What follows belongs to an exercise in optimizing a design on an open flow for small area, a short achievable clock period and few clock cycles per item; a production flow would make more cautious choices.
In this exercise RTL edits were held to simulation tests only and were not proved equivalent to the original.

## hinge_cmp
module hinge_cmp (
    input  wire        clk,
    input  wire        rst,
    input  wire        start,
    input  wire        clear,
    input  wire [23:0] clear_u,
    input  wire        form,
    input  wire        integ,
    input  wire [23:0] e_in,
    input  wire [23:0] b0,
    input  wire [23:0] b1,
    input  wire [23:0] b2,
    input  wire [23:0] b3,
    input  wire [23:0] a1,
    input  wire [23:0] a2,
    input  wire [23:0] a3,
    input  wire [5:0]  xb,
    input  wire [5:0]  xa,
    input  wire [5:0]  xe,
    input  wire [5:0]  xu,
    input  wire [23:0] u_min,
    input  wire [23:0] u_max,
    output wire        ready,
    output reg         done,
    output reg  [23:0] u_lim,
    output reg  [23:0] u_raw,
    output reg         sat,
    output reg         ovf,
    output reg         clamp
);
Size: roughly 7000 cells after synthesis, roughly 350 I/O pins, about 0.054 sq mm of cells after synthesis.
clock: 17.0 ns
lec_check: 0
abc_area: 1
cap_margin: 20
core_margin: 2
core_utilization: 40
place_density: 0.6
slew_margin: 20
standard.sh (not shown) runs the stock make flow with config.mk's settings and CLKGATE_MAP_FILE= SYNTH_SCRIPT=/design/flow/synth_recipe.tcl, a recipe that flattens the netlist after the stock synthesis.
==> flow/flow/run.sh <==
#!/bin/bash
# The standard layout (the standard.sh, standard synthesis included), with
# repair_timing asked to keep a setup margin so the layout runs faster than
# the 17 ns constraint. Each step's full log is under orfs/logs; make's own
# output goes to flow_make.log.
set -uo pipefail
MARGIN=${MARGIN:-12.5}
bash standard.sh SETUP_SLACK_MARGIN=$MARGIN finish > flow_make.log 2>&1
Testbench counts at the start, summed over its fixed seeds: cycles 139,812, samples 23,233.
Edit:
--- a/flow/design.v
+++ b/flow/design.v
@@ -39,21 +39,21 @@
     wire [6:0] ph_next = {ph[5] & form_q, ph[4], ph[3] | (ph[2] & ~form_q), ph[2] & form_q,
                           ph[1], ph[0], acc_s};
     assign ready = ready_q;
     wire       cap_en = ~|ph | last_ph;
     reg [23:0] cq0, cq1, cq2, cq3, cq4, cq5, cq6;
     wire cq_dbl = ph[2] & ~form_q;
     reg [5:0]  xb_q, xa_q, xe_q, xu_q;
     reg [23:0] umin_q, umax_q, umin_r, umax_r;
+    reg        umin_gt, umax_ne, umax_min;    
     reg        integ_q, integ_r;
     reg [23:0] eh0, eh1, eh2, eh3;
     reg [23:0] u1, u2, u3;
     reg        clr_q;
-    reg [23:0] clru_q;
     reg  sel_b, sel_u1, sel_u2;
     wire is_b = sel_b;
     wire [23:0] dsel = sel_b  ? eh0 :
                        sel_u1 ? u1 :
                        sel_u2 ? u2 : u3;
     wire [47:0] ms_w, mc_w;
     booth_mul mul (.x(dsel), .y(cq0), .s(ms_w), .c(mc_w));
     wire signed [8:0] tb = $signed({{3{xb_q[5]}}, xb_q}) + $signed({{3{xe_q[5]}}, xe_q})
@@ -92,41 +92,50 @@
     wire        tsat = ~tfit;
     wire [63:0] acc_in = t_first ? 64'd0 : acc;
     wire [64:0] sum;
     wire        sum_co;
     add_bk65 acc_add (.a({acc_in[63], acc_in}), .b({term[63], term}), .ci(1'b0), .s(sum), .co(sum_co));
     wire sum_ovf = sum[64] ^ sum[63];
     wire [63:0] acc_nx = sum_ovf ? (sum[64] ? ACC_MIN : ACC_MAX) : sum[63:0];
     reg         m_last, t_last, a_last;
-    wire [48:0] rnd = {acc[63], acc[63:16]} + {48'd0, acc[15]};
-    wire rnd_hi = ~rnd[48] & (rnd[47:23] != 25'd0);
-    wire rnd_lo =  rnd[48] & ((rnd[47:23] != {25{1'b1}}) | (rnd[22:0] == 23'd0));
-    wire [23:0] raw = rnd_hi ? 24'h7FFFFF : rnd_lo ? 24'h800001 : rnd[23:0];
-    wire lim_lo = $signed(raw) < $signed(umin_r);
-    wire lim_hi = $signed(raw) > $signed(umax_r);
+    wire [23:0] rx  = acc[39:16];
+    wire        rc  = acc[15];
+    wire rnd_hi = ~acc[63] & ((|acc[62:39]) | (&acc[38:15]));
+    wire rnd_lo =  acc[63] & (~(&acc[62:39]) | ~(|acc[38:15]));
+    wire [23:0] rinc = rx + {23'd0, rc};
+    wire [23:0] raw = rnd_hi ? 24'h7FFFFF : rnd_lo ? 24'h800001 : rinc;
+    wire lo_0 = $signed(rx) < $signed(umin_r);
+    wire [25:0] lo_d = {{2{rx[23]}}, rx} + {{2{~umin_r[23]}}, ~umin_r} + 26'd2;    
+    wire lo_1 = lo_d[25];
+    wire hi_0 = $signed(rx) > $signed(umax_r);
+    wire hi_e = rx == umax_r;
+    wire lim_lo = ~rnd_hi & (rnd_lo ? umin_gt : (rc ? lo_1 : lo_0));
+    wire lim_hi = rnd_hi ? umax_ne : rnd_lo ? umax_min : (hi_0 | (rc & hi_e));
     wire [23:0] lim = lim_lo ? umin_r : lim_hi ? umax_r : raw;
     wire sat_all = sat_a | rnd_hi | rnd_lo;
     wire push = integ_r & ~sat_all & ~(lim_lo | lim_hi);
     reg  kill;    
     always @(posedge clk) begin
         if (cap_en) begin
             cq0 <= b0; cq1 <= b1; cq2 <= b2;
             cq3 <= b3; cq4 <= a1; cq5 <= a2; cq6 <= a3;
             xb_q <= xb; xa_q <= xa; xe_q <= xe; xu_q <= xu;
-            umin_q <= u_min; umax_q <= u_max; integ_q <= integ;
-            clru_q <= clear_u;
+            umin_q <= clear ? clear_u : u_min; umax_q <= u_max; integ_q <= integ;
             form_q <= form;
         end else begin
             cq0 <= cq_dbl ? cq2 : cq1;
             cq1 <= cq_dbl ? cq3 : cq2;
             cq2 <= cq3; cq3 <= cq4; cq4 <= cq5; cq5 <= cq6;
         end
         if (last_ph) begin
             umin_r <= umin_q; umax_r <= umax_q; integ_r <= integ_q;
+            umin_gt  <= $signed(umin_q) > -24'sd8388607;
+            umax_ne  <= umax_q != 24'h7FFFFF;
+            umax_min <= umax_q == 24'h800000;
         end
         ms <= ms_w; mc <= mc_w;
         tsh <= t_w;
         m_first <= ph[0];
         sel_b  <= |ph_next[3:0];
         sel_u1 <= ph_next[4];
         sel_u2 <= ph_next[5];
         win     <= win_w;
@@ -173,17 +182,17 @@
         end else if (clr_q) begin
             eh1 <= 24'd0; eh2 <= 24'd0; eh3 <= 24'd0;
         end else if (ph[0] | ph[1] | ph[2]) begin
             eh0 <= eh1; eh1 <= eh2; eh2 <= eh3; eh3 <= eh0;
         end
         if (rst_q) begin
             u1 <= 24'd0; u2 <= 24'd0; u3 <= 24'd0;
         end else if (clr_q) begin
-            u1 <= clru_q; u2 <= clru_q; u3 <= clru_q;
+            u1 <= umin_q; u2 <= umin_q; u3 <= umin_q;
         end else if (a_last & ~kill) begin
             u1 <= push ? raw : u1; u2 <= u1; u3 <= u2;
         end
     end
 endmodule
 module booth_mul(input [23:0] x, input [23:0] y, output [47:0] s, output [47:0] c);
   wire one0 = y[0] ^ 1'b0;
   wire two0 = (y[1] & ~y[0] & ~1'b0) | (~y[1] & y[0] & 1'b0);
Effect:
- core utilization drops by 4.7 points
- routed wire length came out lower by a few percent
- worst setup slack is better by 0.42 ns
- die area barely changes
- cell area decreases by a little under a tenth
- synthesized area stays flat
- register-to-register slack improves by 0.50 ns
- sequential share of layout area grows by 1.5 points
- count of clock-buffer cells in the layout went down by 10
- global-route usage goes down by 1.1 points
- first-iteration DRC count fell by roughly a tenth
- hold slack gains 0.016 ns
Testbench counts after the change, summed over its fixed seeds: cycles 139,812, samples 23,233.


Another version of the RTL of hinge_cmp (not shown whole).
Size in the first run: about 350 I/O pins, ~55000 um^2 of cells after synthesis.
Settings: LEC_CHECK=0, ABC_AREA=1, CAP_MARGIN=20, CORE_MARGIN=2, CORE_UTILIZATION=40, PLACE_DENSITY=0.6, SLEW_MARGIN=20; clock period 17.0 ns.
Scripts as last shown in full above: flow/flow/run.sh
The baseline produced a clean layout.
Testbench counts at the start, summed over its fixed seeds: cycles 139,812, samples 23,233.
Edit:
--- a/flow/design.v
+++ b/flow/design.v
@@ -37,32 +37,29 @@
     wire       acc_c = ready_q & clear;
     wire last_ph = form_q ? ph[6] : ph[5];
     wire [6:0] ph_next = {ph[5] & form_q, ph[4], ph[3] | (ph[2] & ~form_q), ph[2] & form_q,
                           ph[1], ph[0], acc_s};
     assign ready = ready_q;
     wire       cap_en = ~|ph | last_ph;
     reg [23:0] cq0, cq1, cq2, cq3, cq4, cq5, cq6;
     wire cq_dbl = ph[2] & ~form_q;
     reg [5:0]  xb_q, xa_q, xe_q, xu_q;
     reg [23:0] umin_q, umax_q, umin_r, umax_r;
-    reg [24:0] umm1_r;                        
     reg        umin_gt, umax_ne, umax_min;    
     reg        integ_q, integ_r;
     reg [23:0] eh0, eh1, eh2, eh3;
     reg [23:0] u1, u2, u3;
     reg        clr_q;
-    reg [23:0] clru_q;
-    reg  sel_b, sel_u1, sel_u2;
+    reg  sel_b, sel_u1, sel_u2, sel_u3;
     wire is_b = sel_b;
-    wire [23:0] dsel = sel_b  ? eh0 :
-                       sel_u1 ? u1 :
-                       sel_u2 ? u2 : u3;
+    wire [23:0] dsel = ({24{sel_b}} & eh0) | ({24{sel_u1}} & u1) |
+                       ({24{sel_u2}} & u2) | ({24{sel_u3}} & u3);
     wire [47:0] ms_w, mc_w;
     booth_mul mul (.x(dsel), .y(cq0), .s(ms_w), .c(mc_w));
     wire signed [8:0] tb = $signed({{3{xb_q[5]}}, xb_q}) + $signed({{3{xe_q[5]}}, xe_q})
                          - $signed({{3{xu_q[5]}}, xu_q}) + 9'sd40;
     wire signed [8:0] ta = $signed({{3{xa_q[5]}}, xa_q}) + 9'sd40;
     wire signed [8:0] tr = is_b ? tb : ta;
     wire [6:0] t_w = tr[8] ? 7'd0 : (tr > 9'sd111) ? 7'd111 : tr[6:0];
     reg [47:0] ms, mc;
     reg [6:0]  tsh;
     reg        m_first;
@@ -99,55 +96,55 @@
     wire sum_ovf = sum[64] ^ sum[63];
     wire [63:0] acc_nx = sum_ovf ? (sum[64] ? ACC_MIN : ACC_MAX) : sum[63:0];
     reg         m_last, t_last, a_last;
     wire [23:0] rx  = acc[39:16];
     wire        rc  = acc[15];
     wire rnd_hi = ~acc[63] & ((|acc[62:39]) | (&acc[38:15]));
     wire rnd_lo =  acc[63] & (~(&acc[62:39]) | ~(|acc[38:15]));
     wire [23:0] rinc = rx + {23'd0, rc};
     wire [23:0] raw = rnd_hi ? 24'h7FFFFF : rnd_lo ? 24'h800001 : rinc;
     wire lo_0 = $signed(rx) < $signed(umin_r);
-    wire lo_1 = $signed({rx[23], rx}) < $signed(umm1_r);
+    wire [25:0] lo_d = {{2{rx[23]}}, rx} + {{2{~umin_r[23]}}, ~umin_r} + 26'd2;    
+    wire lo_1 = lo_d[25];
     wire hi_0 = $signed(rx) > $signed(umax_r);
     wire hi_e = rx == umax_r;
     wire lim_lo = ~rnd_hi & (rnd_lo ? umin_gt : (rc ? lo_1 : lo_0));
     wire lim_hi = rnd_hi ? umax_ne : rnd_lo ? umax_min : (hi_0 | (rc & hi_e));
     wire [23:0] lim = lim_lo ? umin_r : lim_hi ? umax_r : raw;
     wire sat_all = sat_a | rnd_hi | rnd_lo;
     wire push = integ_r & ~sat_all & ~(lim_lo | lim_hi);
     reg  kill;    
     always @(posedge clk) begin
         if (cap_en) begin
             cq0 <= b0; cq1 <= b1; cq2 <= b2;
             cq3 <= b3; cq4 <= a1; cq5 <= a2; cq6 <= a3;
             xb_q <= xb; xa_q <= xa; xe_q <= xe; xu_q <= xu;
-            umin_q <= u_min; umax_q <= u_max; integ_q <= integ;
-            clru_q <= clear_u;
+            umin_q <= clear ? clear_u : u_min; umax_q <= u_max; integ_q <= integ;
             form_q <= form;
         end else begin
             cq0 <= cq_dbl ? cq2 : cq1;
             cq1 <= cq_dbl ? cq3 : cq2;
             cq2 <= cq3; cq3 <= cq4; cq4 <= cq5; cq5 <= cq6;
         end
         if (last_ph) begin
             umin_r <= umin_q; umax_r <= umax_q; integ_r <= integ_q;
-            umm1_r <= {umin_q[23], umin_q} - 25'd1;
             umin_gt  <= $signed(umin_q) > -24'sd8388607;
             umax_ne  <= umax_q != 24'h7FFFFF;
             umax_min <= umax_q == 24'h800000;
         end
         ms <= ms_w; mc <= mc_w;
         tsh <= t_w;
         m_first <= ph[0];
         sel_b  <= |ph_next[3:0];
         sel_u1 <= ph_next[4];
         sel_u2 <= ph_next[5];
+        sel_u3 <= ph_next[6];
         win     <= win_w;
         tfit    <= fit;
         tsg     <= psg;
         t_first <= m_first;
         acc   <= acc_nx;
         sat_a <= (t_first ? 1'b0 : sat_a) | tsat | sum_ovf;
         u_raw <= raw;
         u_lim <= lim;
         sat   <= sat_all;
         ovf   <= rnd_hi | rnd_lo;
@@ -183,21 +180,21 @@
         if (rst_q) begin
             eh1 <= 24'd0; eh2 <= 24'd0; eh3 <= 24'd0;
         end else if (clr_q) begin
             eh1 <= 24'd0; eh2 <= 24'd0; eh3 <= 24'd0;
         end else if (ph[0] | ph[1] | ph[2]) begin
             eh0 <= eh1; eh1 <= eh2; eh2 <= eh3; eh3 <= eh0;
         end
         if (rst_q) begin
             u1 <= 24'd0; u2 <= 24'd0; u3 <= 24'd0;
         end else if (clr_q) begin
-            u1 <= clru_q; u2 <= clru_q; u3 <= clru_q;
+            u1 <= umin_q; u2 <= umin_q; u3 <= umin_q;
         end else if (a_last & ~kill) begin
             u1 <= push ? raw : u1; u2 <= u1; u3 <= u2;
         end
     end
 endmodule
 module booth_mul(input [23:0] x, input [23:0] y, output [47:0] s, output [47:0] c);
   wire one0 = y[0] ^ 1'b0;
   wire two0 = (y[1] & ~y[0] & ~1'b0) | (~y[1] & y[0] & 1'b0);
   wire neg0 = y[1];
   wire pp0_0 = ((one0 & x[0]) | (two0 & 1'b0)) ^ neg0;
What happened: Global-route usage rose by 0.16 points. Cell count fell by 3.2%. Via count fell by 2.7%. Clock-buffer cell count fell by 27. Sequential cell count fell by 48. Wire length fell by 4.7%. Clock skew fell by 0.0079 ns. Hold slack degrades by 0.0061 ns. Design area fell by 5.5%.
Testbench counts after the change, summed over its fixed seeds: cycles 139,812, samples 23,233.

separate check: timing with driven ports:
No port has a modelled driver above. Below, the same layouts with a new extraction and two added sets of constraints.
Step 1 assumes that a clkbuf_16 drives the clock port and a buf_2 every other input.
Step 2, shift: input delay + t, output delay - t, t = (earliest + latest rising clock arrival at the registers) / 2. This alone moves slack from input paths to output paths.
Slacks: no drivers / after step 1 / after step 2; pairs: no drivers / after step 1.
run | t, ns | slack for setup (ns) | worst setup path after step 2 | slew at the worst register clock pin (ns) | worst slew at a driven data input, ns
the first run of note 1 | 0.795 | 12.018 / 12.018 / 12.018 | register to register | 0.08 / 0.08 | 0.10
the second run of note 1 | 0.766 | 12.438 / 12.362 / 12.015 | input to register | 0.07 / 0.07 | 0.09
the first run of note 2 | 0.777 | 12.391 / 12.314 / 12.402 | input to register | 0.07 / 0.07 | 0.11
the second run of note 2 | 0.762 | 12.415 / 12.340 / 12.200 | input to register | 0.07 / 0.07 | 0.09
After both steps setup and hold are still met in every run listed. The setup slack of the second run of note 1, which loses most, moves by -0.076 ns with the drivers and by -0.423 ns with both steps.
